Context: an optimization exercise on an open-source flow, tuned for small area and a short achievable clock period. The choices shown serve that exercise and are no tape-out recipe. Where RTL was checked, it was by simulation tests only, not by an equivalence proof against the original. The RTL of run 3 was laid out without a check of its function.

--- design.v ---
module arb_bank (
    input  wire        clk,
    input  wire        rst,           
    input  wire [18:0] req_valid,
    input  wire [75:0] req_len,       
    input  wire [5:0]  req_lnk_rt,    
    output wire [18:0] req_ready,
    input  wire        cfg_we,
    input  wire [4:0]  cfg_addr,      
    input  wire [15:0] cfg_wdata,
    output reg         gnt_valid,
    output reg  [4:0]  gnt_id,
    output reg  [4:0]  owner,         
    output reg  [3:0]  rt_run,
    output reg  [15:0] floor_cnt,
    output reg  [15:0] lfsr
);
    localparam N = 19;
    function can_rt;
        input integer id;
        can_rt = (id >= 6 && id <= 15);
    endfunction
    function can_be;
        input integer id;
        can_be = !(id >= 6 && id <= 9);
    endfunction
    function [7:0] ticket_reset;
        input integer id;
        begin
            if (id <= 3)       ticket_reset = 8'd32;
            else if (id <= 5)  ticket_reset = 8'd64;
            else if (id <= 17) ticket_reset = 8'd16;
            else               ticket_reset = 8'd32;
        end
    endfunction
    wire [N-1:0] prt;         
    wire [N-1:0] pbe;         
    wire [N-1:0] pend = prt | pbe;
    wire [N-1:0] take = req_valid & ~pend;
    wire [N-1:0] gsel;        
    wire         decide;
    wire [N-1:0] grant = gsel & {N{decide}};
    assign req_ready = ~pend;
    reg  [3:0] plen [0:N-1];
    wire [7:0] tk   [0:N-1];
    genvar gi, gj;
    generate
        for (gi = 0; gi < N; gi = gi + 1) begin : slot
            always @(posedge clk)
                if (take[gi]) plen[gi] <= req_len[4*gi +: 4];
            if (can_rt(gi)) begin : rt
                reg p;
                wire cls = (gi >= 10) ? req_lnk_rt[(gi >= 10) ? gi-10 : 0] : 1'b1;
                always @(posedge clk)
                    if (rst) p <= 1'b0;
                    else if (take[gi]) p <= cls;
                    else if (grant[gi]) p <= 1'b0;
                assign prt[gi] = p;
            end else begin : nrt
                assign prt[gi] = 1'b0;
            end
            if (can_be(gi)) begin : be
                reg p;
                wire cls = (gi >= 10 && gi <= 15) ? ~req_lnk_rt[(gi >= 10 && gi <= 15) ? gi-10 : 0] : 1'b1;
                reg [7:0] t;
                always @(posedge clk)
                    if (rst) p <= 1'b0;
                    else if (take[gi]) p <= cls;
                    else if (grant[gi]) p <= 1'b0;
                always @(posedge clk)
                    if (rst || (cfg_we && cfg_addr == gi))
                        t <= rst ? ticket_reset(gi) : cfg_wdata[7:0];
                assign pbe[gi] = p;
                assign tk[gi] = t;
            end else begin : nbe
                assign pbe[gi] = 1'b0;
                assign tk[gi] = 8'd0;
            end
        end
    endgenerate
    wire [N*N-1:0] ordm;     
    generate
        for (gi = 0; gi < N; gi = gi + 1) begin : row
            for (gj = 0; gj < N; gj = gj + 1) begin : col
                if (gi < gj && ((can_rt(gi) && can_rt(gj)) || (can_be(gi) && can_be(gj)))) begin : o
                    reg b;
                    always @(posedge clk)
                        if (take[gj]) b <= 1'b1;
                        else if (take[gi]) b <= 1'b0;
                    assign ordm[gi*N+gj] = b;
                end else if (gi > gj && ((can_rt(gi) && can_rt(gj)) || (can_be(gi) && can_be(gj)))) begin : tr
                    assign ordm[gi*N+gj] = ~row[gj].col[gi].o.b;
                end else begin : n
                    assign ordm[gi*N+gj] = 1'b1;
                end
            end
        end
    endgenerate
    wire rt_any = |prt;
    wire be_any = |pbe;
    reg [15:0] lfsr_next;
    reg        fb;
    integer i;
    always @* begin
        lfsr_next = lfsr;
        for (i = 0; i < 16; i = i + 1) begin
            fb = lfsr_next[15] ^ lfsr_next[13] ^ lfsr_next[12] ^ lfsr_next[10];
            lfsr_next = {lfsr_next[14:0], fb};
        end
    end
    function [11:0] rca;
        input [11:0] a, b;
        integer k;
        reg c;
        begin
            c = 1'b0;
            for (k = 0; k < 12; k = k + 1) begin
                rca[k] = a[k] ^ b[k] ^ c;
                c = (a[k] & b[k]) | (c & (a[k] ^ b[k]));
            end
        end
    endfunction
    function gtr;
        input [11:0] a, b;
        integer k;
        reg c;
        begin
            c = 1'b0;
            for (k = 0; k < 12; k = k + 1)
                c = (a[k] & ~b[k]) | (c & (a[k] | ~b[k]));
            gtr = c;
        end
    endfunction
    wire [11:0] m [0:14];
    generate
        for (gi = 0; gi < 15; gi = gi + 1) begin : msk
            localparam integer ID = (gi < 6) ? gi : gi + 4;
            assign m[gi] = pbe[ID] ? {4'd0, tk[ID]} : 12'd0;
        end
    endgenerate
    wire [11:0] s01   = rca(m[0], m[1]);
    wire [11:0] s23   = rca(m[2], m[3]);
    wire [11:0] s45   = rca(m[4], m[5]);
    wire [11:0] s67   = rca(m[6], m[7]);
    wire [11:0] s89   = rca(m[8], m[9]);
    wire [11:0] s1011 = rca(m[10], m[11]);
    wire [11:0] s1213 = rca(m[12], m[13]);
    wire [11:0] s0_3  = rca(s01, s23);
    wire [11:0] s4_7  = rca(s45, s67);
    wire [11:0] s8_11 = rca(s89, s1011);
    wire [11:0] s12_14 = rca(s1213, m[14]);
    wire [11:0] s0_7  = rca(s0_3, s4_7);
    wire [11:0] s8_14 = rca(s8_11, s12_14);
    wire [11:0] tsum  = s0_7 + s8_14;
    wire [11:0] P [0:14];
    assign P[0]  = m[0];
    assign P[1]  = s01;
    assign P[2]  = rca(s01, m[2]);
    assign P[3]  = s0_3;
    assign P[4]  = rca(s0_3, m[4]);
    assign P[5]  = rca(s0_3, s45);
    assign P[6]  = rca(P[5], m[6]);
    assign P[7]  = s0_7;
    assign P[8]  = rca(s0_7, m[8]);
    assign P[9]  = rca(s0_7, s89);
    assign P[10] = rca(P[9], m[10]);
    assign P[11] = rca(s0_7, s8_11);
    assign P[12] = rca(P[11], m[12]);
    assign P[13] = rca(P[11], s1213);
    assign P[14] = tsum;
    wire [17:0] ms1 = {2'b00, lfsr_next};
    wire [17:0] ms2 = {1'b0, lfsr_next, 1'b0};
    wire [17:0] ms3;
    reg         mc;
    integer     k;
    reg  [17:0] ms3_r;
    always @* begin
        mc = 1'b0;
        for (k = 0; k < 18; k = k + 1) begin
            ms3_r[k] = ms1[k] ^ ms2[k] ^ mc;
            mc = (ms1[k] & ms2[k]) | (mc & (ms1[k] ^ ms2[k]));
        end
    end
    assign ms3 = ms3_r;
    wire [27:0] pp [0:5];
    generate
        for (gi = 0; gi < 6; gi = gi + 1) begin : ppr
            wire [1:0] d = tsum[2*gi +: 2];
            wire [17:0] row = ({18{d == 2'd1}} & ms1) | ({18{d == 2'd2}} & ms2) |
                              ({18{d == 2'd3}} & ms3);
            assign pp[gi] = {10'd0, row} << (2*gi);
        end
    endgenerate
    function [27:0] csa_s;
        input [27:0] x, y, z;
        csa_s = x ^ y ^ z;
    endfunction
    function [27:0] csa_c;
        input [27:0] x, y, z;
        csa_c = ((x & y) | (x & z) | (y & z)) << 1;
    endfunction
    wire [27:0] ca1 = csa_s(pp[0], pp[1], pp[2]), cb1 = csa_c(pp[0], pp[1], pp[2]);
    wire [27:0] ca2 = csa_s(pp[3], pp[4], pp[5]), cb2 = csa_c(pp[3], pp[4], pp[5]);
    wire [27:0] ca3 = csa_s(ca1, cb1, ca2),       cb3 = csa_c(ca1, cb1, ca2);
    wire [27:0] ca4 = csa_s(ca3, cb3, cb2),       cb4 = csa_c(ca3, cb3, cb2);
    wire [27:0] prod = ca4 + cb4;
    wire [11:0] r = prod[27:16];
    wire [14:0] gt;
    wire [N-1:0] lot;
    generate
        for (gi = 0; gi < 15; gi = gi + 1) begin : lt
            localparam integer ID = (gi < 6) ? gi : gi + 4;
            assign gt[gi] = gtr(P[gi], r);
            if (gi == 0) begin : f
                assign lot[ID] = gt[gi];
            end else begin : n
                assign lot[ID] = gt[gi] & ~gt[gi-1];
            end
        end
        for (gi = 6; gi < 10; gi = gi + 1) begin : lz
            assign lot[gi] = 1'b0;
        end
    endgenerate
    wire boundary = (beats_left == 4'd0);    
    reg [3:0] beats_left;
    assign decide = boundary && (rt_any || be_any);
    wire pick_rt  = rt_any && (!be_any || rt_run != 4'd15);
    wire tzero    = (tsum == 12'd0);
    wire         use_old = pick_rt | tzero;
    wire [N-1:0] cand = pick_rt ? prt : pbe;
    wire [N-1:0] osel;
    generate
        for (gi = 0; gi < N; gi = gi + 1) begin : old
            assign osel[gi] = cand[gi] & &(ordm[gi*N +: N] | ~cand);
        end
    endgenerate
    assign gsel = use_old ? osel : lot;
    reg [4:0] win_old, win_lot;
    reg [3:0] len_old, len_lot;
    always @* begin
        win_old = 5'd0;
        len_old = 4'd0; len_lot = 4'd0;
        for (i = 0; i < N; i = i + 1) begin
            if (osel[i]) begin
                win_old = win_old | i[4:0];
                len_old = len_old | plen[i];
            end
            if (lot[i])
                len_lot = len_lot | plen[i];
        end
    end
    always @* begin
        win_lot[4] = ~gt[11];
        win_lot[3] = ~gt[5] & gt[11];
        win_lot[2] = (~gt[3] & gt[5]) | (~gt[7] & gt[11]);
        win_lot[1] = (~gt[1] & gt[3]) | (~gt[5] & gt[7]) | (~gt[9] & gt[11]) | ~gt[13];
        win_lot[0] = (gt[1] & ~gt[0]) | (gt[3] & ~gt[2]) | (gt[5] & ~gt[4]) | (gt[7] & ~gt[6]) |
                     (gt[9] & ~gt[8]) | (gt[11] & ~gt[10]) | (gt[13] & ~gt[12]);
    end
    wire [4:0] win  = use_old ? win_old : win_lot;
    wire [3:0] wlen = use_old ? len_old : len_lot;
    always @(posedge clk) begin
        if (rst) begin
            beats_left <= 4'd0;
            gnt_valid  <= 1'b0;
            gnt_id     <= 5'd0;
            owner      <= 5'd31;
            rt_run     <= 4'd0;
            floor_cnt  <= 16'd0;
            lfsr       <= 16'hACE1;
        end else begin
            gnt_valid <= decide;
            if (decide) begin
                beats_left <= wlen;
                gnt_id     <= win;
                owner      <= win;
                if (pick_rt) begin
                    rt_run <= be_any ? rt_run + 4'd1 : 4'd0;
                end else begin
                    rt_run <= 4'd0;
                    lfsr   <= lfsr_next;
                    if (rt_any && floor_cnt != 16'hFFFF)
                        floor_cnt <= floor_cnt + 16'd1;
                end
            end else if (boundary) begin
                owner <= 5'd31;
            end else begin
                beats_left <= beats_left - 4'd1;
            end
            if (cfg_we) begin
                if (cfg_addr == 5'd31) begin
                    if (cfg_wdata != 16'd0)
                        lfsr <= cfg_wdata;
                end else if (cfg_addr == 5'd30) begin
                    floor_cnt <= cfg_wdata;
                end
            end
        end
    end
endmodule
--- flow/run.sh ---
#!/bin/bash
set -euo pipefail
R=orfs/results/sky130hd/arb_bank/base
bash standard.sh synth > synth_make.log 2>&1
python3 flow/fa_polarity.py $R/1_2_yosys.v > fa_polarity.log 2>&1
touch $R/1_2_yosys.v
bash standard.sh SETUP_SLACK_MARGIN=48 BUFFER_PORTS_ARGS='-buffer_cell sky130_fd_sc_hd__buf_1' finish > layout_make.log 2>&1
--- flow/fa_polarity.py ---
#!/usr/bin/env python3
"""Remove inverters around full-adder cells in a flat Yosys netlist of sky130hd cells.

A full adder is self-dual: FA(~a, ~b, ~c) = (~sum, ~cout). Yosys's extract_fa leaves
inverters between adder cells that ABC cannot push through them. This script flips the
polarity of adder cells where that removes more inverters than it adds, and rewrites the
netlist in place. Registers and ports are not touched; the logic function is unchanged.
usage: fa_polarity.py NETLIST.v
"""
import re, sys

path = sys.argv[1]
text = open(path).read()
m = re.search(r'^\s*sky130_fd_sc_hd__\w+\s+\S+\s*\(', text, re.M)
head, body = text[:m.start()], text[m.start():]
end = body.rindex('endmodule')
body = body[:end]

inst_re = re.compile(r'\s*(sky130_fd_sc_hd__\w+)\s+(\S+)\s*\((.*?)\);', re.S)
pin_re = re.compile(r'\.(\w+)\(\s*(.*?)\s*\)\s*(?:,|$)', re.S)
cells = {}
order = []
pos = 0
for mm in inst_re.finditer(body):
    assert body[pos:mm.start()].strip() == '', body[pos:mm.start()][:200]
    pos = mm.end()
    typ, name, pins = mm.group(1), mm.group(2), mm.group(3)
    pl = []
    for pm in pin_re.finditer(pins.strip()):
        net = pm.group(2).strip()
        if net.startswith('\\') and not net.endswith(' '):
            net = net + ' '
        pl.append([pm.group(1), net])
    cells[name] = [typ, pl]
    order.append(name)
assert body[pos:].strip() == ''

OUTS = {'X', 'Y', 'Q', 'Q_N', 'SUM', 'COUT', 'HI', 'LO'}
ports = set()
for pm in re.finditer(r'^\s*(input|output|inout)\s+(?:\[[^\]]*\]\s*)?(.*?);', head, re.M):
    for n in pm.group(2).split(','):
        n = n.strip()
        if n.startswith('\\'):
            n = n + ' '
        ports.add(n)

def is_inv(t):
    return t.startswith('sky130_fd_sc_hd__inv_') or t.startswith('sky130_fd_sc_hd__clkinv_')

def is_fa(t):
    return t.startswith('sky130_fd_sc_hd__fa_')

def base(n):
    # a bus bit "name[3]" belongs to port "name"
    b = n.strip()
    if b.startswith('\\'):
        return b + ' '
    return re.sub(r'\[\d+\]$', '', b)

drv, loads = {}, {}
def rebuild():
    drv.clear(); loads.clear()
    for name, (typ, pl) in cells.items():
        for i, (p, n) in enumerate(pl):
            if p in OUTS:
                drv[n] = (name, i)
            else:
                loads.setdefault(n, []).append((name, i))
rebuild()

def is_port(n):
    return base(n) in ports or n.strip() in ports

def inv_of(n):
    """an inverter whose input is net n, or None"""
    for c, i in loads.get(n, []):
        if is_inv(cells[c][0]):
            return c
    return None

def pin(c, p):
    for q, n in cells[c][1]:
        if q == p:
            return n
    return None

def setpin(c, p, net):
    for e in cells[c][1]:
        if e[0] == p:
            e[1] = net

cnt = [0]
def newname(kind):
    cnt[0] += 1
    return '_pol_%s%d_' % (kind, cnt[0])

new_wires = []

def gain(f):
    g = 0
    ins = [pin(f, p) for p in ('A', 'B', 'CIN')]
    seen = set()
    for x in ins:
        if x in seen:
            continue
        seen.add(x)
        if x.startswith("1'") or x.startswith("1'b"):
            return -99
        d = drv.get(x)
        if d and is_inv(cells[d[0]][0]) and not is_port(x):
            rest = [l for l in loads.get(x, []) if l[0] != f]
            if not rest:
                g += 1
        elif inv_of(x) is None:
            g -= 1
    for p in ('SUM', 'COUT'):
        o = pin(f, p)
        other = is_port(o)
        for c, i in loads.get(o, []):
            if is_inv(cells[c][0]) and not is_port(pin(c, 'Y')):
                g += 1
            else:
                other = True
        if other:
            g -= 1
    return g

def flip(f):
    for p in ('A', 'B', 'CIN'):
        x = pin(f, p)
        d = drv.get(x)
        if d and is_inv(cells[d[0]][0]) and not is_port(x):
            y = pin(d[0], 'A')
            setpin(f, p, y)
            rebuild()
            if not loads.get(x):
                del cells[d[0]]
                rebuild()
        else:
            j = inv_of(x)
            if j is not None:
                setpin(f, p, pin(j, 'Y'))
            else:
                nn = newname('n'); new_wires.append(nn)
                ci = newname('i')
                cells[ci] = ['sky130_fd_sc_hd__inv_1', [['A', x], ['Y', nn]]]
                order.append(ci)
                setpin(f, p, nn)
            rebuild()
    for p in ('SUM', 'COUT'):
        o = pin(f, p)
        o2 = newname('n'); new_wires.append(o2)
        setpin(f, p, o2)
        rebuild()
        keep = is_port(o)
        for c, i in list(loads.get(o, [])):
            if is_inv(cells[c][0]) and not is_port(pin(c, 'Y')):
                y = pin(c, 'Y')
                for c2, i2 in loads.get(y, []):
                    cells[c2][1][i2][1] = o2
                del cells[c]
            else:
                keep = True
        if keep:
            ci = newname('i')
            cells[ci] = ['sky130_fd_sc_hd__inv_1', [['A', o2], ['Y', o]]]
            order.append(ci)
        rebuild()

before = sum(1 for c in cells.values() if is_inv(c[0]))
changed = True
flips = 0
while changed:
    changed = False
    for f in list(order):
        if f in cells and is_fa(cells[f][0]) and gain(f) > 0:
            flip(f)
            flips += 1
            changed = True
after = sum(1 for c in cells.values() if is_inv(c[0]))
print('fa_polarity: %d adder cells flipped, inverters %d -> %d' % (flips, before, after))

out = [head.rstrip('\n') + '\n']
for w in new_wires:
    out.append('  wire %s;\n' % w)
for name in order:
    if name not in cells:
        continue
    typ, pl = cells[name]
    out.append('  %s %s (\n%s\n  );\n' % (typ, name, ',\n'.join('    .%s(%s)' % (p, n) for p, n in pl)))
out.append('endmodule\n')
open(path, 'w').write(''.join(out))
--- standard.sh ---
#!/bin/bash
# synth_recipe.tcl (not shown) runs the flow's synth.tcl, then flattens the netlist and writes it again
# the make line also repeats each setting of config.mk as NAME=value (left out here)
make -C /OpenROAD-flow-scripts/flow DESIGN_CONFIG=/design/flow/config.mk WORK_HOME=/design/flow/orfs CLKGATE_MAP_FILE= SYNTH_SCRIPT=/design/flow/synth_recipe.tcl "${@:-finish}"
--- config.mk ---
export PLATFORM = sky130hd
export DESIGN_NAME = arb_bank
export DESIGN_NICKNAME = arb_bank
export VERILOG_FILES = /design/flow/design.v
export SDC_FILE = /design/flow/constraint.sdc
export NUM_CORES = 4
export LEC_CHECK = 0
export ABC_AREA = 1
export CAP_MARGIN = 40
export CORE_MARGIN = 2
export CORE_UTILIZATION = 40
export CTS_BUF_LIST = sky130_fd_sc_hd__clkbuf_8
export CTS_CLUSTER_DIAMETER = 45
export CTS_CLUSTER_SIZE = 14
export SLEW_MARGIN = 40
--- constraint.sdc ---
create_clock -name core_clock -period 62.0 [get_ports {clk}]
set_input_delay 12.4000 -clock core_clock [delete_from_list [all_inputs] [get_ports {clk}]]
set_output_delay 12.4000 -clock core_clock [all_outputs]
set_load 0.01 [all_outputs]
==> results of run 1 <==
-- per-stage QoR --
stage	util [%]	instances
6_report	44.41	4802
2_1_floorplan	-	3613
4_1_cts	43.96	4782
5_1_grt	44.41	4801
3_5_place_dp	42.68	4703
3_3_place_gp	42.60	4703
-- what timing repair did --
action / CTS / global route
setup buffers: 3 / 16
resized for setup: 30 / 59
pin swaps: 0 / 5
setup endpoints to repair: 42 / 39
hold buffers: 0 / 0
gates cloned: 0 / 1
-- worst max-delay path, stage by stage, from the launching register on --
cell	delay [ns]
dfxtp_2	0.40
buf_4	0.20
nor2_4	0.15
buf_2	0.15
-- worst max-delay path by stage --
stage,from,endpoint,depth (start not counted)
6_report,slot[13].be.p,req_ready[13],3
3_5_place_dp,slot[0].be.p,gnt_id[4],54
2_1_floorplan,cfg_we,slot[10].be.t[0],4
3_3_place_gp,rst,slot[0].be.t[6],4
4_1_cts,slot[18].be.p,req_ready[18],3
5_1_grt,lfsr[9],owner[0],60
-- layer usage --
metal  routed length [um]  track usage (%)  share of wire, %
met5                   19                0             0.017
met4                 7115            16.03               6.5
met3                 7017            2.708               6.4
met2                53390            48.81                49
met1                42000            33.93                38
-- flip-flops by register name, indices dropped and copies added (netlist names) --
name,cells
beats_left,4
floor_cnt,16
gnt_id,5
gnt_valid,1
lfsr,16
owner,5
plen,76
row.col.o.b,135
rt_run,4
slot.be.p,15
slot.be.t,120
slot.rt.p,10
-- final cells by class --
| cell class | instances | share of cell area [%] |
|---|---|---|
| multi-input combinational | 2504 | 52.49 |
| inverter | 600 | 6.949 |
| sequential | 407 | 30.85 |
| clock inverter | 33 | 0.8063 |
| timing repair buffer | 243 | 3.400 |
| clock buffer | 43 | 1.799 |
| antenna | 3 | 0.02282 |
| tap | 969 | 3.686 |
==> results.json, run 1 <==
{
  "drt_iter0_drc": 2925,
  "fin_nets": 4268,
  "cts-root-buf": "clkbuf_8",
  "min_from": "row[4].col[5].o.b",
  "avgSynthCellArea_um2": 8.252,
  "final.period_utilization_pct": 22.55,
  "die_h_um": 277.0,
  "path_class": "reg -> out",
  "start_util_pct": 40.25,
  "fin_area_um2": 32900,
  "hold_class": "reg -> reg",
  "worst_pin_slew_ns": 0.8831,
  "design.core.area_um2": 74070,
  "cp.arrival_ns": 1.58,
  "io_buffers": 190,
  "cts.clk_slew.worst_paths_ns": 0.09,
  "critPathLaunchType": "flip-flop",
  "rrSetupSlack_ns": 48.60,
  "track_usage_pct": 28.03,
  "holdWs_ns": 0.4680,
  "drc_errors": 0,
  "avgViaCountPerCell": 5.631,
  "pin_count": 191,
  "r2r_start": "slot[4].be.p",
  "antenna_found_initial": 3,
  "hold_depth": 2,
  "fillers": 7510,
  "cts_tree": "yes",
  "synthToLayoutAreaGrowth_pct": 10.34,
  "drive_gt1_share_pct": 8.616,
  "syn_inst": 3613,
  "status": "timing/DRC/antenna clean",
  "relSlewSlack_pct": 40.59,
  "holdPathEnd": "row[4].col[5].o.b",
  "insertion_delay_ns": 0.67,
  "r2r_end": "slot[17].be.p",
  "layout_commonest_cell": "nand2_1",
  "clock.fmax_mhz": 71.54,
  "ys_warn_count": 2,
  "multiInputGateArea_um2": 17270,
  "numCtsBuffers": 41,
  "setup_viol": 0,
  "grt_max_degree": 39,
  "drtAntennaViolNets": 0,
  "die_w_um": 277.0,
  "grt_pass1_wl_um": 162800,
  "overflow": 0,
  "clock_path_buffers": 3,
  "final_cell_mix": "nand2_1, inv_1, fa_1",
  "syn-num-nets": 4084,
  "firstDrtPassIters": 9,
  "cts.sink_count": 407,
  "setup_tns_ns": 0,
  "dieArea_um2": 76730,
  "period_minus_slack_ns": 13.98,
  "rows": 100,
  "worst_r2r_path_depth": 53,
  "wire_per_inst_um": 22.81,
  "syn_area_um2": 29810,
  "gp_congestion": 1.032,
  "final_hold_viol_count": 0,
  "cts.htree.levels": 2,
  "ff_latch_area_um2": 10150,
  "vias": 27040,
  "grt_pass1_vias": 26340,
  "rsz0062_at_grt": "no",
  "drv_slew": 0,
  "dp_hpwl_um": 85990,
  "endpoint_kind": "output port",
  "layout_setup_ws_ns": 48.02,
  "dpl_cell_area_um2": 31610,
  "cp_max_fo": 7,
  "wl_um": 109500,
  "finClkSkew_ns": 0.06004,
  "dp_slack_ns": 47.59,
  "cp_data_required_time_ns": 49.60,
  "maxCapViolCount": 0
}
==> inputs of run 2 (changes only) <==
--- a/design.v
+++ b/design.v
@@ -153,3 +153,3 @@
     wire [11:0] s8_14 = rca(s8_11, s12_14);
-    wire [11:0] tsum  = s0_7 + s8_14;
+    wire [11:0] tsum  = rca(s0_7, s8_14);
     wire [11:0] P [0:14];
@@ -240,3 +240,3 @@
     always @* begin
-        win_old = 5'd0;
+        win_old = 5'd0; win_lot = 5'd0;
         len_old = 4'd0; len_lot = 4'd0;
@@ -247,13 +247,7 @@
             end
-            if (lot[i])
+            if (lot[i]) begin
+                win_lot = win_lot | i[4:0];
                 len_lot = len_lot | plen[i];
-        end
-    end
-    always @* begin
-        win_lot[4] = ~gt[11];
-        win_lot[3] = ~gt[5] & gt[11];
-        win_lot[2] = (~gt[3] & gt[5]) | (~gt[7] & gt[11]);
-        win_lot[1] = (~gt[1] & gt[3]) | (~gt[5] & gt[7]) | (~gt[9] & gt[11]) | ~gt[13];
-        win_lot[0] = (gt[1] & ~gt[0]) | (gt[3] & ~gt[2]) | (gt[5] & ~gt[4]) | (gt[7] & ~gt[6]) |
-                     (gt[9] & ~gt[8]) | (gt[11] & ~gt[10]) | (gt[13] & ~gt[12]);
+            end
+        end
     end
==> run 2 against run 1 <==
Against the previous run: sequential cell count is the same; utilization grew 0.77 points; final cell count shrank 1.9%; worst hold slack gained 0.0015 ns; setup slack gained 0.022 ns; synthesized cell count shrank 2.9%; cell area grew 0.21%; critical path depth shrank 1; register-to-register slack gained 0.13 ns.
==> results.json, run 2 <==
{
  "period_minus_slack_ns": 13.96,
  "start_util_pct": 40.34,
  "pin_count": 191,
  "drc_errors": 0,
  "layout_commonest_cell": "nand2_1",
  "finClkSkew_ns": 0.1065,
  "dr_wl_met3_um": 7196,
  "dieArea_um2": 75770,
  "grt_pass1_wl_um": 156200,
  "rows": 99,
  "grt_pass1_vias": 25830,
  "avgViaCountPerCell": 5.555,
  "wl_um": 103800,
  "wire_per_inst_um": 22.05,
  "antenna_found_initial": 3,
  "routed.top_layer": "met5",
  "die_w_um": 275.3,
  "grt_max_degree": 38,
  "hold_class": "reg -> reg",
  "firstDrtPassIters": 5,
  "r2r_end": "owner[0]",
  "drv_slew": 0,
  "drtAntennaViolNets": 0,
  "endpoint_kind": "output port",
  "r2r_start": "slot[2].be.p",
  "final.period_utilization_pct": 22.51,
  "rrSetupSlack_ns": 48.73,
  "drt_iter0_drc": 2635,
  "fillers": 7282,
  "route.met2.wl_um": 49590,
  "clock.fmax_mhz": 71.65,
  "setup_viol": 0,
  "final_hold_viol_count": 0,
  "cts.sink_count": 407,
  "crit_path_end": "req_ready[2]",
  "worst_r2r_path_depth": 55,
  "cts.htree.levels": 2,
  "gp_congestion": 0.9965,
  "cts-root-buf": "clkbuf_8",
  "startpoint": "slot[2].be.p",
  "design.core.area_um2": 72960,
  "cp_slowest_cell": "dfxtp_2",
  "final_cell_mix": "nand2_1, inv_1, fa_1",
  "syn-num-nets": 3977,
  "syn_inst": 3507,
  "path_class": "reg -> out",
  "largest_reg_flops": 135,
  "dp_hpwl_um": 81990,
  "path_cells": "inv_1 > buf_1",
  "cts_tree": "yes",
  "cp_data_required_time_ns": 49.60,
  "worst_pin_slew_ns": 0.8729,
  "dp_slack_ns": 47.12,
  "insertion_delay_ns": 0.75,
  "cp.arrival_ns": 1.56,
  "avgSynthCellArea_um2": 8.393,
  "clock_path_buffers": 3,
  "setup_tns_ns": 0,
  "maxCapViolCount": 0,
  "reg_top3": "row.col.o.b (135), slot.be.t (120), plen (76)",
  "ys_warn_count": 2,
  "cp_max_fo": 11,
  "io_buffers": 190,
  "layout_setup_ws_ns": 48.04,
  "syn_area_um2": 29430,
  "die_h_um": 275.3,
  "critPathLaunchType": "flip-flop",
  "track_usage_pct": 27.27,
  "postCtsHoldBufs": 0,
  "status": "timing/DRC/antenna clean",
  "vias": 26160,
  "synthToLayoutAreaGrowth_pct": 12.00,
  "overflow": 0,
  "critPathMaxStageDelay_ns": 0.49,
  "top_register": "row.col.o.b",
  "rsz0062_at_grt": "no",
  "wl_met1_um": 42940,
  "numCtsBuffers": 56,
  "fin_nets": 4171,
  "drive_gt1_share_pct": 9.816,
  "relSlewSlack_pct": 41.66,
  "cts.clk_slew.worst_paths_ns": 0.09
}
[run 2: repair_timing]
item,CTS,global route
gates resized for setup,34,75
pin swaps,0,2
hold endpoints to repair,0,0
setup buffers,0,9
endpoints found under the setup margin,118,45
cloned,1,2
[run 2: through the flow]
step	utilization [%]	hold slack [ns]	area [um^2]	instances
after floorplan	-	0.4357	29430	3507
after global placement	42.73	0.4508	31170	4589
after detailed placement	42.77	0.4576	31210	4589
after CTS	44.69	0.4710	32610	4696
after global routing	45.19	0.4972	32970	4710
final	45.19	0.4695	32970	4710
[run 2: area by class of cell]
type,count,area (um^2),share of cell area [%]
multi-input combinational,2417,17000,51.57
sequential,407,10140,30.77
inverter,580,2211,6.706
tap,959,1200,3.640
timing repair buffer,237,1077,3.268
clock buffer,58,798.3,2.421
clock inverter,48,514.2,1.560
timing repair inverter,2,15.01,0.04554
antenna,2,5.005,0.01518
[run 2: worst min path at each step]
stage | from | to | slack [ns] | cells past startpoint
after detailed placement | row[14].col[16].o.b | row[14].col[16].o.b | 0.46 | 2
after CTS | row[10].col[15].o.b | row[10].col[15].o.b | 0.47 | 2
after global routing | row[14].col[15].o.b | row[14].col[15].o.b | 0.50 | 2
after global placement | row[4].col[15].o.b | row[4].col[15].o.b | 0.45 | 2
after floorplan | row[0].col[18].o.b | row[0].col[18].o.b | 0.44 | 2
final | row[10].col[15].o.b | row[10].col[15].o.b | 0.47 | 2
[run 2: critical path: cells and delay by family, from the launching register on]
| kind | cells | cell delay, ns |
|---|---|---|
| buf+inv | 2 | 0.32 |
| flops | 1 | 0.49 |
[run 2: layer usage]
layer,up-vias,track usage [%]
met5,-,0
met3,261,3.428
met2,1164,45.67
met4,2,10.46
met1,12670,36.09
li1,12070,-
==> inputs of run 3 (changes only) <==
--- a/design.v
+++ b/design.v
@@ -64,3 +64,3 @@
                 wire cls = (gi >= 10 && gi <= 15) ? ~req_lnk_rt[(gi >= 10 && gi <= 15) ? gi-10 : 0] : 1'b1;
-                reg [7:0] t;
+                reg [7:0] tn;    
                 always @(posedge clk)
@@ -71,5 +71,5 @@
                     if (rst || (cfg_we && cfg_addr == gi))
-                        t <= rst ? ticket_reset(gi) : cfg_wdata[7:0];
+                        tn <= ~(rst ? ticket_reset(gi) : cfg_wdata[7:0]);
                 assign pbe[gi] = p;
-                assign tk[gi] = t;
+                assign tk[gi] = ~tn;
             end else begin : nbe
==> run 3 against run 2 <==
Against the previous run: setup slack worse by 0.029 ns; synthesized area is 0.40% higher; sequential cell count stayed put; final cell count is 2.2% higher; register-to-register slack worse by 0.10 ns; die area is 0.40% higher; cell area is 3.3% higher; maximum frequency is 0.21% lower.
==> results.json, run 3 <==
{
  "status": "timing/DRC/antenna clean",
  "fin_nets": 4266,
  "setup_viol": 0,
  "endpoint_kind": "output port",
  "synthToLayoutAreaGrowth_pct": 15.22,
  "grt_max_degree": 50,
  "rrSetupSlack_ns": 48.63,
  "insertion_delay_ns": 0.70,
  "largest_reg_flops": 135,
  "final_cell_mix": "nand2_1, inv_1, fa_1",
  "cts_tree": "yes",
  "numCtsBuffers": 68,
  "wire_per_inst_um": 22.83,
  "finClkSkew_ns": 0.03962,
  "cp_max_fo": 5,
  "drt_iter0_drc": 2999,
  "die_h_um": 275.8,
  "cts.clk_slew.worst_paths_ns": 0.08,
  "ys_warn_count": 2,
  "path_cells": "clkinvlp_4 > buf_6 > buf_6",
  "final_hold_viol_count": 0,
  "rows": 99,
  "wl_um": 109900,
  "critPathLaunchType": "flip-flop",
  "start_util_pct": 40.44,
  "syn-num-nets": 3988,
  "min_from": "row[11].col[16].o.b",
  "cts-root-buf": "clkbuf_8",
  "worst_pin_slew_ns": 0.9040,
  "startpoint": "slot[0].be.p",
  "reg_top3": "row.col.o.b (135), slot.be.tn (120), plen (76)",
  "final.period_utilization_pct": 22.56,
  "hold_class": "reg -> reg",
  "overflow": 0,
  "dp_hpwl_um": 85400,
  "grt_pass1_vias": 25910,
  "drive_gt1_share_pct": 13.17,
  "clock_path_buffers": 3,
  "maxCapViolCount": 0,
  "design.core.area_um2": 73080,
  "drc_errors": 0,
  "vias": 26420,
  "top_register": "row.col.o.b",
  "drtAntennaViolNets": 0,
  "clock.fmax_mhz": 71.50,
  "ff_latch_area_um2": 10150,
  "dieArea_um2": 76070,
  "path_buf_inv": 3,
  "setup_tns_ns": 0,
  "antenna_found_initial": 5,
  "period_minus_slack_ns": 13.99,
  "avgSynthCellArea_um2": 8.400,
  "cp.arrival_ns": 1.59,
  "r2r_start": "slot[3].be.p",
  "rsz0062_at_grt": "yes",
  "syn_inst": 3518,
  "dp_slack_ns": 47.03,
  "layout_setup_ws_ns": 48.01,
  "cp_slowest_cell": "dfxtp_4",
  "pin_count": 191,
  "fillers": 7243,
  "syn_area_um2": 29550,
  "cpMostUsedCell": "buf_6",
  "gp_congestion": 0.9905,
  "cp_data_required_time_ns": 49.60,
  "final_util_pct": 46.59,
  "path_class": "reg -> out",
  "die_w_um": 275.8,
  "critical-path-top-delay-family": "buffers and inverters",
  "layout_commonest_cell": "nand2_1",
  "multiInputGateArea_um2": 17070,
  "drv_slew": 0,
  "firstDrtPassIters": 25,
  "critPathMaxStageDelay_ns": 0.37,
  "avgViaCountPerCell": 5.490,
  "cts.sink_count": 407,
  "io_buffers": 190,
  "track_usage_pct": 29.04,
  "grt_pass1_wl_um": 164200,
  "relSlewSlack_pct": 39.51,
  "cts.htree.levels": 3,
  "postCtsHoldBufs": 0
}
[run 3: worst register-to-register path: cells and delay by family, from the launching register on]
family	cells	cell delay, ns
fa+ha+maj	18	8.16
buf+inv	13	1.85
simple gates	19	1.96
compound gates	6	0.91
flops	1	0.36
[run 3: final cells by class]
type / instances / area share (%)
Clock inverter: 55 / 1.933
Timing Repair inverter: 1 / 0.01470
Antenna cell: 4 / 0.02940
Clock buffer: 68 / 2.749
Inverter: 611 / 7.007
Multi-Input combinational cell: 2409 / 50.14
Sequential cell: 407 / 29.82
Timing Repair Buffer: 298 / 4.788
Tap cell: 959 / 3.524
[run 3: metal layers]
metal	vias up	GRT usage, %	wire, um
met3	265	5.194	9750
met5	-	0	80
li1	12240	-	-
met1	12590	39.61	46050
met2	1320	44.98	48500
met4	2	13.34	5494
[run 3: worst paths after layout]
kind / depth (start not counted) / endpoint
hold reg to reg: 2 / row[11].col[16].o.b
setup reg to reg: 56 / slot[12].rt.p
hold / removal: 2 / row[11].col[16].o.b
setup / recovery: 3 / req_ready[0]
[run 3: repair_timing]
item / 4_1_cts / 5_1_grt
cloned: 0 / 1
endpoints found under the setup margin: 106 / 43
pin swaps: 0 / 16
resized for setup: 45 / 93
setup buffers: 23 / 51
[run 3: metrics by stage]
stage	hold WS [ns]	area [um^2]	instances
global route	0.4792	34050	4812
CTS	0.4666	33310	4756
finish	0.4704	34050	4812
global placement	0.4491	31290	4608
floorplan	0.4354	29550	3518
detailed placement	0.4561	31380	4610
==> inputs of run 4 (changes only) <==
--- a/design.v
+++ b/design.v
@@ -64,3 +64,3 @@
                 wire cls = (gi >= 10 && gi <= 15) ? ~req_lnk_rt[(gi >= 10 && gi <= 15) ? gi-10 : 0] : 1'b1;
-                reg [7:0] tn;    
+                reg [7:0] t;
                 always @(posedge clk)
@@ -71,5 +71,5 @@
                     if (rst || (cfg_we && cfg_addr == gi))
-                        tn <= ~(rst ? ticket_reset(gi) : cfg_wdata[7:0]);
+                        t <= rst ? ticket_reset(gi) : cfg_wdata[7:0];
                 assign pbe[gi] = p;
-                assign tk[gi] = ~tn;
+                assign tk[gi] = t;
             end else begin : nbe
--- a/flow/fa_polarity.py
+++ b/flow/fa_polarity.py
@@ -5,4 +5,6 @@
 inverters between adder cells that ABC cannot push through them. This script flips the
-polarity of adder cells where that removes more inverters than it adds, and rewrites the
-netlist in place. Registers and ports are not touched; the logic function is unchanged.
+polarity of adder cells where that removes more inverters than it adds. Then, where an
+inverting gate drives only an inverter, the pair becomes the gate's non-inverting twin
+(nand2 + inv -> and2, a21oi + inv -> a21o, xor2 + inv -> xnor2, ...). The netlist is
+rewritten in place. Registers and ports are not touched; the logic function is unchanged.
 usage: fa_polarity.py NETLIST.v
@@ -182,2 +184,39 @@
 
+# inverting gate + inverter -> non-inverting gate (same inputs, same pin names)
+TWIN = {
+    'nand2_1': 'and2_1', 'nor2_1': 'or2_1', 'xor2_1': 'xnor2_1', 'xnor2_1': 'xor2_1',
+    'a21oi_1': 'a21o_1', 'o21ai_0': 'o21a_1', 'o21ai_1': 'o21a_1', 'a22oi_1': 'a22o_1',
+    'o22ai_1': 'o22a_1', 'nand3_1': 'and3_1', 'nor3_1': 'or3_1', 'a211oi_1': 'a211o_1',
+    'o211ai_1': 'o211a_1', 'a221oi_1': 'a221o_1', 'o221ai_1': 'o221a_1', 'a31oi_1': 'a31o_1',
+    'o31ai_1': 'o31a_1', 'nand4_1': 'and4_1', 'nor4_1': 'or4_1', 'nor2b_1': 'or2b_1',
+    'nand2b_1': 'and2b_1', 'a21boi_0': 'a21bo_1', 'o21bai_1': 'o21ba_1',
+    'a2bb2oi_1': 'a2bb2o_1', 'a32oi_1': 'a32o_1', 'o32ai_1': 'o32a_1',
+    'a2111oi_0': 'a2111o_1', 'o2111ai_1': 'o2111a_1', 'nand3b_1': 'and3b_1',
+    'nor3b_1': 'or3b_1', 'a311oi_1': 'a311o_1', 'o311ai_0': 'o311a_1', 'a41oi_1': 'a41o_1',
+    'o41ai_1': 'o41a_1', 'mux2i_1': 'mux2_1',
+}
+OUTPIN = {}
+for a, b in TWIN.items():
+    OUTPIN[a] = 'X' if a.startswith('xor2') else 'Y'
+    OUTPIN[b] = 'X' if not b.startswith('xnor2') else 'Y'
+merged = 0
+for name in list(order):
+    if name not in cells or not is_inv(cells[name][0]):
+        continue
+    a = pin(name, 'A'); y = pin(name, 'Y')
+    d = drv.get(a)
+    if not d or is_port(a) or len(loads.get(a, [])) != 1:
+        continue
+    g = d[0]
+    short = cells[g][0].replace('sky130_fd_sc_hd__', '')
+    if short not in TWIN or cells[g][1][d[1]][0] != OUTPIN[short]:
+        continue
+    twin = TWIN[short]
+    cells[g][0] = 'sky130_fd_sc_hd__' + twin
+    cells[g][1][d[1]] = [OUTPIN[twin], y]
+    del cells[name]
+    rebuild()
+    merged += 1
+print('fa_polarity: %d gate + inverter pairs merged' % merged)
+
 out = [head.rstrip('\n') + '\n']
==> run 4 against run 3 <==
Against the previous run: wire length fell by 4.8%; clock skew rose by 0.045 ns; setup slack got worse by 0.0061 ns; first-iteration DRC count fell by 20%; critical endpoint is now req_ready[4]; synthesized cell count fell by 3.4%; utilization fell by 1.3 points; register-to-register slack got worse by 0.05 ns.
==> results.json, run 4 <==
{
  "wl_um": 104600,
  "hold_class": "reg -> reg",
  "syn_inst": 3398,
  "clock.fmax_mhz": 71.47,
  "start_util_pct": 40.29,
  "grt_pass1_wl_um": 155900,
  "vias": 25920,
  "drive_gt1_share_pct": 10.77,
  "maxCapViolCount": 0,
  "cp_max_fo": 10,
  "endpoint_kind": "output port",
  "fin_nets": 4076,
  "final_cell_mix": "nand2_1, inv_1, fa_1",
  "dp_hpwl_um": 81670,
  "drtAntennaViolNets": 0,
  "grt_pass1_vias": 25770,
  "design.core.area_um2": 72710,
  "numCtsBuffers": 52,
  "path_class": "reg -> out",
  "dpl_cell_area_um2": 31090,
  "period_minus_slack_ns": 13.99,
  "overflow": 0,
  "final.period_utilization_pct": 22.57,
  "ys_warn_count": 2,
  "reg_top3": "row.col.o.b (135), slot.be.t (120), plen (76)",
  "cp_data_required_time_ns": 49.60,
  "grt_max_degree": 52,
  "cts_tree": "yes",
  "critPathLaunchType": "flip-flop",
  "antenna_found_initial": 2,
  "setup_tns_ns": 0,
  "cts-root-buf": "clkbuf_8",
  "rsz0062_at_grt": "yes",
  "track_usage_pct": 27.28,
  "cp.arrival_ns": 1.59,
  "cts.htree.levels": 2,
  "worst_pin_slew_ns": 0.9534,
  "pin_count": 191,
  "largest_reg_flops": 135,
  "drt_iter0_drc": 2413,
  "rows": 99,
  "io_buffers": 190,
  "die_w_um": 274.6,
  "syn_area_um2": 29290,
  "drv_slew": 0,
  "relSlewSlack_pct": 34.80,
  "gp_congestion": 0.9874,
  "synthToLayoutAreaGrowth_pct": 12.43,
  "cts.sink_count": 407,
  "clock_path_buffers": 3,
  "die_h_um": 274.6,
  "wire_per_inst_um": 22.69,
  "top_register": "row.col.o.b",
  "drc_errors": 0,
  "layout_commonest_cell": "nand2_1",
  "dieArea_um2": 75420,
  "firstDrtPassIters": 6,
  "syn-num-nets": 3868,
  "insertion_delay_ns": 0.72,
  "status": "timing/DRC/antenna clean",
  "finClkSkew_ns": 0.08437,
  "avgViaCountPerCell": 5.623,
  "avgSynthCellArea_um2": 8.621,
  "setup_viol": 0,
  "cts.clk_slew.worst_paths_ns": 0.09,
  "fin_area_um2": 32940,
  "final_hold_viol_count": 0
}
## run 4: area by class of cell
class	instances	area (um^2)
well taps	959	1200
inverters	471	1804
flip-flops and latches	407	10160
fillers	7280	39770
clock inverters	45	447.9
clock buffers	53	729.5
repair buffers	256	1272
diodes	1	2.502
multi-input cells	2418	17320
## run 4: repair_timing
| action | CTS | global route |
|---|---|---|
| gates resized for setup | 51 | 88 |
| setup endpoints to repair | 99 | 43 |
| hold buffers | 0 | 0 |
| buffers inserted | 1 | 23 |
| cloned | 0 | 2 |
| pin swaps | 3 | 7 |
## run 4: per-layer routing
metal	GRT usage, %	vias up	part of all wire, %
met1	35.40	12690	41
met3	3.814	274	6.9
met4	10.83	2	4.2
met5	0	-	0.018
met2	45.99	1108	48
li1	-	11850	-
## run 4: final timing paths
kind / from / to / slack (ns) / depth (start not counted)
max: slot[4].be.p / req_ready[4] / 48.01 / 3
min: row[10].col[14].o.b / row[10].col[14].o.b / 0.47 / 2
max reg2reg: slot[10].be.p / beats_left[2] / 48.58 / 52
min reg2reg: row[10].col[14].o.b / row[10].col[14].o.b / 0.47 / 2
## run 4: worst max-delay path: stages (launching register included)
cell and delay (ns):
dfxtp_4 0.38, buf_8 0.16, inv_1 0.16, buf_2 0.17
## run 4: per-stage QoR
| step | hold WS [ns] | utilization (%) | setup slack, ns | std cells |
|---|---|---|---|---|
| after floorplan | 0.4357 | - | 48.18 | 3398 |
| after global placement | 0.4522 | 42.73 | 47.15 | 4485 |
| after detailed placement | 0.4539 | 42.76 | 47.23 | 4485 |
| after CTS | 0.4669 | 44.58 | 48.00 | 4584 |
| after global routing | 0.4821 | 45.30 | 47.96 | 4610 |
| final | 0.4663 | 45.30 | 48.01 | 4610 |
==> inputs of run 5 (changes only) <==
--- a/design.v
+++ b/design.v
@@ -153,3 +153,3 @@
     wire [11:0] s8_14 = rca(s8_11, s12_14);
-    wire [11:0] tsum  = rca(s0_7, s8_14);
+    wire [11:0] tsum  = s0_7 + s8_14;
     wire [11:0] P [0:14];
@@ -240,3 +240,3 @@
     always @* begin
-        win_old = 5'd0; win_lot = 5'd0;
+        win_old = 5'd0;
         len_old = 4'd0; len_lot = 4'd0;
@@ -247,7 +247,13 @@
             end
-            if (lot[i]) begin
-                win_lot = win_lot | i[4:0];
+            if (lot[i])
                 len_lot = len_lot | plen[i];
-            end
-        end
+        end
+    end
+    always @* begin
+        win_lot[4] = ~gt[11];
+        win_lot[3] = ~gt[5] & gt[11];
+        win_lot[2] = (~gt[3] & gt[5]) | (~gt[7] & gt[11]);
+        win_lot[1] = (~gt[1] & gt[3]) | (~gt[5] & gt[7]) | (~gt[9] & gt[11]) | ~gt[13];
+        win_lot[0] = (gt[1] & ~gt[0]) | (gt[3] & ~gt[2]) | (gt[5] & ~gt[4]) | (gt[7] & ~gt[6]) |
+                     (gt[9] & ~gt[8]) | (gt[11] & ~gt[10]) | (gt[13] & ~gt[12]);
     end
==> run 5 against run 4 <==
Against the previous run: wire length is 3.6% higher; critical path depth stayed put; setup slack better by 0.046 ns; via count is 2.4% higher; clock-buffer cell count is 9 lower; global-route usage is 0.55 points higher; cell area is 0.13% lower; clock skew is 0.028 ns lower; synthesized area is 1.3% higher.
==> results.json, run 5 <==
{
  "dieArea_um2": 76390,
  "cp_max_fo": 9,
  "grt_pass1_wl_um": 162400,
  "path_buf_inv": 3,
  "status": "timing/DRC/antenna clean",
  "synthToLayoutAreaGrowth_pct": 10.83,
  "wire_per_inst_um": 23.07,
  "track_usage_pct": 27.82,
  "dp_slack_ns": 47.42,
  "cp.arrival_ns": 1.55,
  "ys_warn_count": 2,
  "syn_inst": 3509,
  "io_buffers": 190,
  "holdPathEnd": "row[2].col[18].o.b",
  "clock.fmax_mhz": 71.70,
  "worst_pin_slew_ns": 0.8921,
  "layout_commonest_cell": "nand2_1",
  "numCtsBuffers": 42,
  "wl_um": 108400,
  "critical-path-top-delay-family": "buffers and inverters",
  "cp_slowest_cell": "dfxtp_4",
  "hold_class": "reg -> reg",
  "cts-root-buf": "clkbuf_8",
  "layout_setup_ws_ns": 48.05,
  "syn-num-nets": 3980,
  "avgSynthCellArea_um2": 8.458,
  "cp_data_required_time_ns": 49.60,
  "grt_pass1_vias": 26310,
  "critPathLaunchType": "flip-flop",
  "top_register": "row.col.o.b",
  "drive_gt1_share_pct": 9.256,
  "period_minus_slack_ns": 13.95,
  "critPathMaxStageDelay_ns": 0.44,
  "final_cell_mix": "nand2_1, inv_1, fa_1",
  "fin_nets": 4176,
  "vias": 26540,
  "setup_viol": 0,
  "syn_area_um2": 29680,
  "r2r_start": "slot[10].be.p",
  "drtAntennaViolNets": 0,
  "hold_depth": 2,
  "setup_tns_ns": 0,
  "path_class": "reg -> out",
  "rrSetupSlack_ns": 48.60,
  "postCtsHoldBufs": 0,
  "avgViaCountPerCell": 5.647,
  "cts_tree": "yes",
  "rows": 99,
  "finClkSkew_ns": 0.05602,
  "drv_slew": 0,
  "path_cells": "buf_6 > clkinv_4 > buf_1",
  "insertion_delay_ns": 0.67,
  "largest_reg_flops": 135,
  "reg_top3": "row.col.o.b (135), slot.be.t (120), plen (76)",
  "start_util_pct": 40.54,
  "firstDrtPassIters": 7,
  "min_from": "row[2].col[18].o.b",
  "gp_congestion": 0.9885,
  "design.core.area_um2": 73210,
  "final_hold_viol_count": 0,
  "drc_errors": 0,
  "die_h_um": 276.4,
  "pin_count": 191,
  "die_w_um": 276.4,
  "overflow": 0,
  "cts.htree.levels": 2,
  "cts.clk_slew.worst_paths_ns": 0.09,
  "relSlewSlack_pct": 38.99,
  "grt_max_degree": 40,
  "r2r_end": "slot[3].be.p",
  "cts.sink_count": 407,
  "endpoint_kind": "output port",
  "worst_r2r_path_depth": 51,
  "maxCapViolCount": 0,
  "dp_hpwl_um": 84590,
  "drt_iter0_drc": 2903,
  "final.period_utilization_pct": 22.49,
  "antenna_found_initial": 1,
  "fillers": 7354,
  "clock_path_buffers": 3,
  "rsz0062_at_grt": "yes"
}
[run 5: worst register-to-register path, delay by kind of cell (launching register included)]
kind | cells | cell delay (ns)
compound gates | 8 | 1.66
xor+xnor | 1 | 0.32
flops | 1 | 0.38
fa+ha+maj | 17 | 7.56
simple gates | 18 | 2.08
buf+inv | 7 | 1.27
[run 5: routing by layer]
| metal | track usage [%] | wire length [um] |
|---|---|---|
| met5 | 0 | 0 |
| met4 | 13.73 | 6104 |
| met3 | 4.132 | 8090 |
| met2 | 47.34 | 51820 |
| met1 | 34.52 | 42370 |
[run 5: layout make-up]
class / count / area [um^2] / share of cell area (%)
multi-input cells: 2504 / 17550 / 53.36
flip-flops and latches: 407 / 10150 / 30.85
diodes: 2 / 5.005 / 0.01521
clock inverters: 33 / 267.8 / 0.8140
inverters: 496 / 1911 / 5.808
well taps: 959 / 1200 / 3.648
repair buffers: 254 / 1204 / 3.659
clock buffers: 44 / 605.6 / 1.841
[run 5: timing repair]
item | 4_1_cts | 5_1_grt
gates resized for setup | 29 | 67
cloned | 0 | 1
endpoints found under the setup margin | 43 | 56
buffers inserted | 3 | 27
pin swaps | 0 | 10
[run 5: how the worst max path moves through the flow]
stage,endpoint,slack (ns),from,cells past startpoint
after floorplan,floor_cnt[12],48.16,cfg_addr[0],8
after global placement,slot[0].be.t[7],47.41,rst,5
after detailed placement,slot[5].be.t[6],47.42,rst,5
after CTS,slot[3].be.p,47.97,lfsr[12],61
after global routing,beats_left[2],47.95,slot[10].be.p,54
final,req_ready[18],48.05,slot[18].be.p,3
[run 5: through the flow]
stage | cell area (um^2) | utilization, % | std cells | hold slack, ns
finish | 32890 | 44.93 | 4699 | 0.4724
global route | 32890 | 44.93 | 4698 | 0.4881
CTS | 32440 | 44.32 | 4669 | 0.4675
detailed placement | 31480 | 43.00 | 4589 | 0.4527
global placement | 31410 | 42.90 | 4589 | 0.4506
floorplan | 29680 | - | 3509 | 0.4357
==> inputs of run 6 (changes only) <==
--- a/config.mk
+++ b/config.mk
@@ -12,4 +12,4 @@
 export CTS_BUF_LIST = sky130_fd_sc_hd__clkbuf_8
-export CTS_CLUSTER_DIAMETER = 45
-export CTS_CLUSTER_SIZE = 14
+export CTS_CLUSTER_DIAMETER = 50
+export CTS_CLUSTER_SIZE = 18
 export SLEW_MARGIN = 40
==> run 6 against run 5 <==
Against the previous run: die area stayed put; worst hold slack worse by 0.0018 ns; final cell count is 0.26% lower; wire length is 0.41% lower; critical path depth is 1 lower; via count is 0.18% higher; global-route usage is 0.091 points lower; critical path type unchanged; critical endpoint is now req_ready[12].
==> results.json, run 6 <==
{
  "status": "timing/DRC/antenna clean",
  "cts.htree.levels": 2,
  "cts-root-buf": "clkbuf_8",
  "vias": 26590,
  "dp.cells": 4589,
  "dp_slack_ns": 47.42,
  "dieArea_um2": 76390,
  "overflow": 0,
  "fin_nets": 4170,
  "hold_class": "reg -> reg",
  "wire_per_inst_um": 23.03,
  "reg_top3": "row.col.o.b (135), slot.be.t (120), plen (76)",
  "drt_iter0_drc": 2853,
  "maxCapViolCount": 0,
  "setup_tns_ns": 0,
  "cts.sink_count": 407,
  "grt.met2_usage_pct": 47.24,
  "relSlewSlack_pct": 38.90,
  "antenna_found_initial": 1,
  "cp.arrival_ns": 1.55,
  "path_class": "reg -> out",
  "grt_pass1_vias": 26280,
  "io_buffers": 190,
  "holdWs_ns": 0.4706,
  "critPathLaunchType": "flip-flop",
  "grt_pass1_wl_um": 162100,
  "track_usage_pct": 27.73,
  "clock_path_buffers": 3,
  "endpoint_kind": "output port",
  "period_minus_slack_ns": 13.95,
  "use_met3_pct": 3.743,
  "numCtsBuffers": 36,
  "ys_warn_count": 2,
  "avgSynthCellArea_um2": 8.458,
  "cts.clk_slew.worst_paths_ns": 0.11,
  "dp_hpwl_um": 84590,
  "worst_pin_slew_ns": 0.8934,
  "layout_setup_ws_ns": 48.05,
  "firstDrtPassIters": 6,
  "final_util_pct": 44.89,
  "final_cell_mix": "nand2_1, inv_1, fa_1",
  "top_register": "row.col.o.b",
  "drc_errors": 0,
  "insertion_delay_ns": 0.66,
  "gp_congestion": 0.9885,
  "cp_data_required_time_ns": 49.60,
  "final_hold_viol_count": 0,
  "drive_gt1_share_pct": 9.230,
  "rsz0062_at_grt": "yes",
  "final.period_utilization_pct": 22.50,
  "rows": 99,
  "drv_slew": 0,
  "met1_usage_pct": 34.57,
  "largest_reg_flops": 135,
  "grt_max_degree": 40,
  "setup_viol": 0,
  "grt.busiest_layer": "met2",
  "fillers": 7341,
  "wl_um": 107900,
  "die_h_um": 276.4,
  "avgViaCountPerCell": 5.672,
  "stdcell_count": 4687,
  "syn_inst": 3509,
  "start_util_pct": 40.54,
  "cts_tree": "yes",
  "pin_count": 191,
  "design.core.area_um2": 73210,
  "drtAntennaViolNets": 0,
  "finClkSkew_ns": 0.05736,
  "synthToLayoutAreaGrowth_pct": 10.72,
  "syn-num-nets": 3980,
  "layout_commonest_cell": "nand2_1",
  "clock.fmax_mhz": 71.67,
  "syn_area_um2": 29680,
  "die_w_um": 276.4,
  "cp_max_fo": 12
}
run 6: changes by cell type in the layout (fill, tap and decap cells not counted), sizes merged:
cell    delta
bufinv     +2
clkbuf     -1
diode      -1
inv        -7
clkinv     -4
buf        -1
run 6: final cells by class:
cell class,count,area (um^2),share of cell area [%]
Tap cell,959,1200,3.652
Clock inverter,24,269.0,0.8187
Clock buffer,42,578.1,1.759
Inverter,496,1908,5.807
Sequential cell,407,10150,30.88
Multi-Input combinational cell,2504,17550,53.40
Antenna cell,1,2.502,0.007616
Timing Repair Buffer,254,1207,3.675
run 6: path summary, 6_finish.rpt:
kind	cells past startpoint	slack (ns)	to	startpoint
max	2	48.05	req_ready[12]	slot[12].be.p
min	2	0.47	row[2].col[18].o.b	row[2].col[18].o.b
max reg2reg	51	48.67	beats_left[3]	slot[10].be.p
min reg2reg	2	0.47	row[2].col[18].o.b	row[2].col[18].o.b
run 6: repair_timing:
| item | CTS | global route |
|---|---|---|
| gates resized for setup | 26 | 71 |
| gates cloned | 0 | 1 |
| endpoints found under the setup margin | 42 | 58 |
| setup buffers | 4 | 26 |
| hold buffers | 0 | 0 |
| pin swaps | 0 | 10 |
| endpoints found under the hold margin | 0 | 0 |
run 6: critical path: stages (launching register included):
cell     delay (ns)
dfxtp_2        0.44
nor2_2         0.27
buf_1          0.19
run 6: per-stage QoR:
| stage | instance area [um^2] |
|---|---|
| after floorplan | 29680 |
| after global placement | 31410 |
| after detailed placement | 31480 |
| after CTS | 32410 |
| after global routing | 32860 |
| final | 32860 |
run 6: routing by layer:
layer	share of wire, %	wire length (um)	up-vias
li1	-	-	12150
met1	39	42510	12870
met2	48	51730	1275
met3	7.1	7653	283
met4	5.6	6050	0
met5	0	0	-
==> inputs of run 7 (changes only) <==
==> flow/run.sh (replaced) <==
#!/bin/bash
set -euo pipefail
R=orfs/results/sky130hd/arb_bank/base
bash standard.sh synth > synth_make.log 2>&1
python3 flow/fa_polarity.py $R/1_2_yosys.v > fa_polarity.log 2>&1
touch $R/1_2_yosys.v
bash standard.sh SETUP_SLACK_MARGIN=48.25 BUFFER_PORTS_ARGS='-buffer_cell sky130_fd_sc_hd__buf_1' finish > layout_make.log 2>&1
--- a/config.mk
+++ b/config.mk
@@ -12,4 +12,4 @@
 export CTS_BUF_LIST = sky130_fd_sc_hd__clkbuf_8
-export CTS_CLUSTER_DIAMETER = 50
-export CTS_CLUSTER_SIZE = 18
+export CTS_CLUSTER_DIAMETER = 45
+export CTS_CLUSTER_SIZE = 14
 export SLEW_MARGIN = 40
==> run 7 against run 6 <==
Against the previous run: highest routed layer is now met5; synthesized area unchanged; register-to-register slack better by 0.18 ns; sequential share of layout area down 0.53 points; still clean; global-route usage up 0.62 points; worst hold slack better by 0.0027 ns; critical path type is now in -> reg; utilization up 0.90 points.
==> results.json, run 7 <==
{
  "status": "timing/DRC/antenna clean",
  "reg_top3": "row.col.o.b (135), slot.be.t (120), plen (76)",
  "holdWs_ns": 0.4733,
  "period_minus_slack_ns": 13.82,
  "layout_commonest_cell": "nand2_1",
  "design.core.area_um2": 73210,
  "wire_per_inst_um": 23.44,
  "numCtsBuffers": 45,
  "clock_path_buffers": 3,
  "dp_hpwl_um": 86380,
  "insertion_delay_ns": 0.64,
  "rrSetupSlack_ns": 48.85,
  "cts_tree": "yes",
  "firstDrtPassIters": 6,
  "dp_slack_ns": 47.41,
  "wl_um": 110900,
  "gp_congestion": 0.9884,
  "cp_slowest_cell": "nand2_1",
  "postCtsHoldBufs": 0,
  "cts.htree.levels": 2,
  "fin_area_um2": 33520,
  "met1_usage_pct": 34.21,
  "drive_gt1_share_pct": 11.06,
  "grt_max_degree": 41,
  "relSlewSlack_pct": 42.92,
  "pin_count": 191,
  "vias": 26760,
  "cp_data_required_time_ns": 62.21,
  "worst_pin_slew_ns": 0.8552,
  "grt_pass1_vias": 26760,
  "dieArea_um2": 76390,
  "cts-root-buf": "clkbuf_8",
  "critPathMaxStageDelay_ns": 0.49,
  "avgViaCountPerCell": 5.655,
  "die_h_um": 276.4,
  "grt_pass1_wl_um": 164700,
  "final.period_utilization_pct": 22.28,
  "drt_iter0_drc": 2616,
  "fillers": 7245,
  "maxCapViolCount": 0,
  "avgSynthCellArea_um2": 8.458,
  "cp.arrival_ns": 14.03,
  "path_cells": "clkbuf_2 > buf_6 > inv_1 > buf_4 > nand2_1",
  "rsz0062_at_grt": "yes",
  "finClkSkew_ns": 0.04020,
  "layout_setup_ws_ns": 48.18,
  "endpoint_kind": "flip-flop",
  "start_util_pct": 40.54,
  "drv_slew": 0,
  "final_cell_mix": "nand2_1, inv_1, fa_1",
  "overflow": 0,
  "drtAntennaViolNets": 0,
  "ys_warn_count": 2,
  "clock.fmax_mhz": 72.38,
  "cts.clk_slew.worst_paths_ns": 0.09,
  "use_met3_pct": 3.583,
  "largest_reg_flops": 135,
  "setup_viol": 0,
  "track_usage_pct": 28.35,
  "setup_tns_ns": 0,
  "io_buffers": 190,
  "path_class": "in -> reg",
  "dpl_cell_area_um2": 31460,
  "top_register": "row.col.o.b",
  "final_hold_viol_count": 0,
  "drc_errors": 0,
  "cts.sink_count": 407,
  "synthToLayoutAreaGrowth_pct": 12.94,
  "grt.busiest_layer": "met2",
  "die_w_um": 276.4,
  "critPathLaunchType": "input port",
  "syn_area_um2": 29680,
  "hold_class": "reg -> reg",
  "cp_max_fo": 40,
  "syn_inst": 3509,
  "antenna_found_initial": 3,
  "grt.met2_usage_pct": 48.85,
  "fin_nets": 4206,
  "rows": 99,
  "syn-num-nets": 3980
}
## run 7: path summary, 6_finish.rpt
check,to,start,cells past startpoint
max,slot[18].be.t[5],rst,5
min,row[12].col[13].o.b,row[12].col[13].o.b,2
max reg2reg,beats_left[1],slot[10].be.p,51
min reg2reg,row[12].col[13].o.b,row[12].col[13].o.b,2
## run 7: layout make-up
class	count	area [um^2]	area share, %
multi-input cells	2504	17630	52.60
flip-flops and latches	407	10180	30.36
inverters	496	1908	5.692
repair buffers	281	1553	4.632
well taps	959	1200	3.580
clock buffers	49	674.4	2.012
clock inverters	35	371.6	1.109
diodes	2	5.005	0.01493
## run 7: routing by layer
metal,vias up,part of all wire (%)
li1,12230,-
met1,12990,39
met2,1227,48
met3,316,6.6
met4,2,6.4
met5,-,0.011
## run 7: timing repair
action                                  in CTS  in global routing
pin swaps                                    4                 12
cloned                                       0                  1
buffers inserted                            25                 31
gates resized for setup                     93                 86
endpoints found under the setup margin     188                141
## run 7: critical path, delay by kind of cell
kind                   cells  cell delay, ns
AND/OR/NAND/NOR            1            0.49
buffers and inverters      4            1.05
## run 7: through the flow
step / std cells / util [%]
after floorplan: 3509 / -
after global placement: 4589 / 42.91
after detailed placement: 4590 / 42.98
after CTS: 4699 / 45.04
after global routing: 4733 / 45.79
final: 4733 / 45.79

## what the ideal ports hide
How much do the figures lean on ideal ports? The routed layouts below were timed once more, with nothing changed but the port constraints.
Step 1 (the two cells are an assumption about what drives the block):
set clk [get_ports {clk}]
set_driving_cell -lib_cell sky130_fd_sc_hd__clkbuf_16 $clk
set_driving_cell -lib_cell sky130_fd_sc_hd__buf_2 [delete_from_list [all_inputs] $clk]
Step 2 also shifts input and output timing later by t, the mid clock arrival at the registers, as if the neighbouring blocks saw the same clock.
a / b / c = ideal ports / drivers / drivers and shift; a / b = the first two.
| run | t (ns) | setup slack, ns | slew at the worst register clock pin (ns) | worst data-port slew with drivers (ns) |
|---|---|---|---|---|
| run 1 | 0.705 | 48.021 / 47.960 / 47.608 | 0.10 / 0.10 | 0.10 |
| run 2 | 0.759 | 48.043 / 47.987 / 47.370 | 0.11 / 0.11 | 0.06 |
| run 3 | 0.751 | 48.014 / 47.949 / 47.411 | 0.09 / 0.09 | 0.10 |
| run 4 | 0.738 | 48.008 / 47.947 / 47.406 | 0.10 / 0.10 | 0.08 |
| run 5 | 0.701 | 48.054 / 47.997 / 47.444 | 0.11 / 0.11 | 0.05 |
| run 6 | 0.686 | 48.047 / 47.991 / 47.556 | 0.12 / 0.12 | 0.05 |
| run 7 | 0.682 | 48.185 / 48.201 / 47.539 | 0.10 / 0.10 | 0.06 |
After both steps every run listed still meets setup and hold. The setup slack of run 2, which loses most, moves by -0.056 ns with the drivers and by -0.673 ns with both steps.
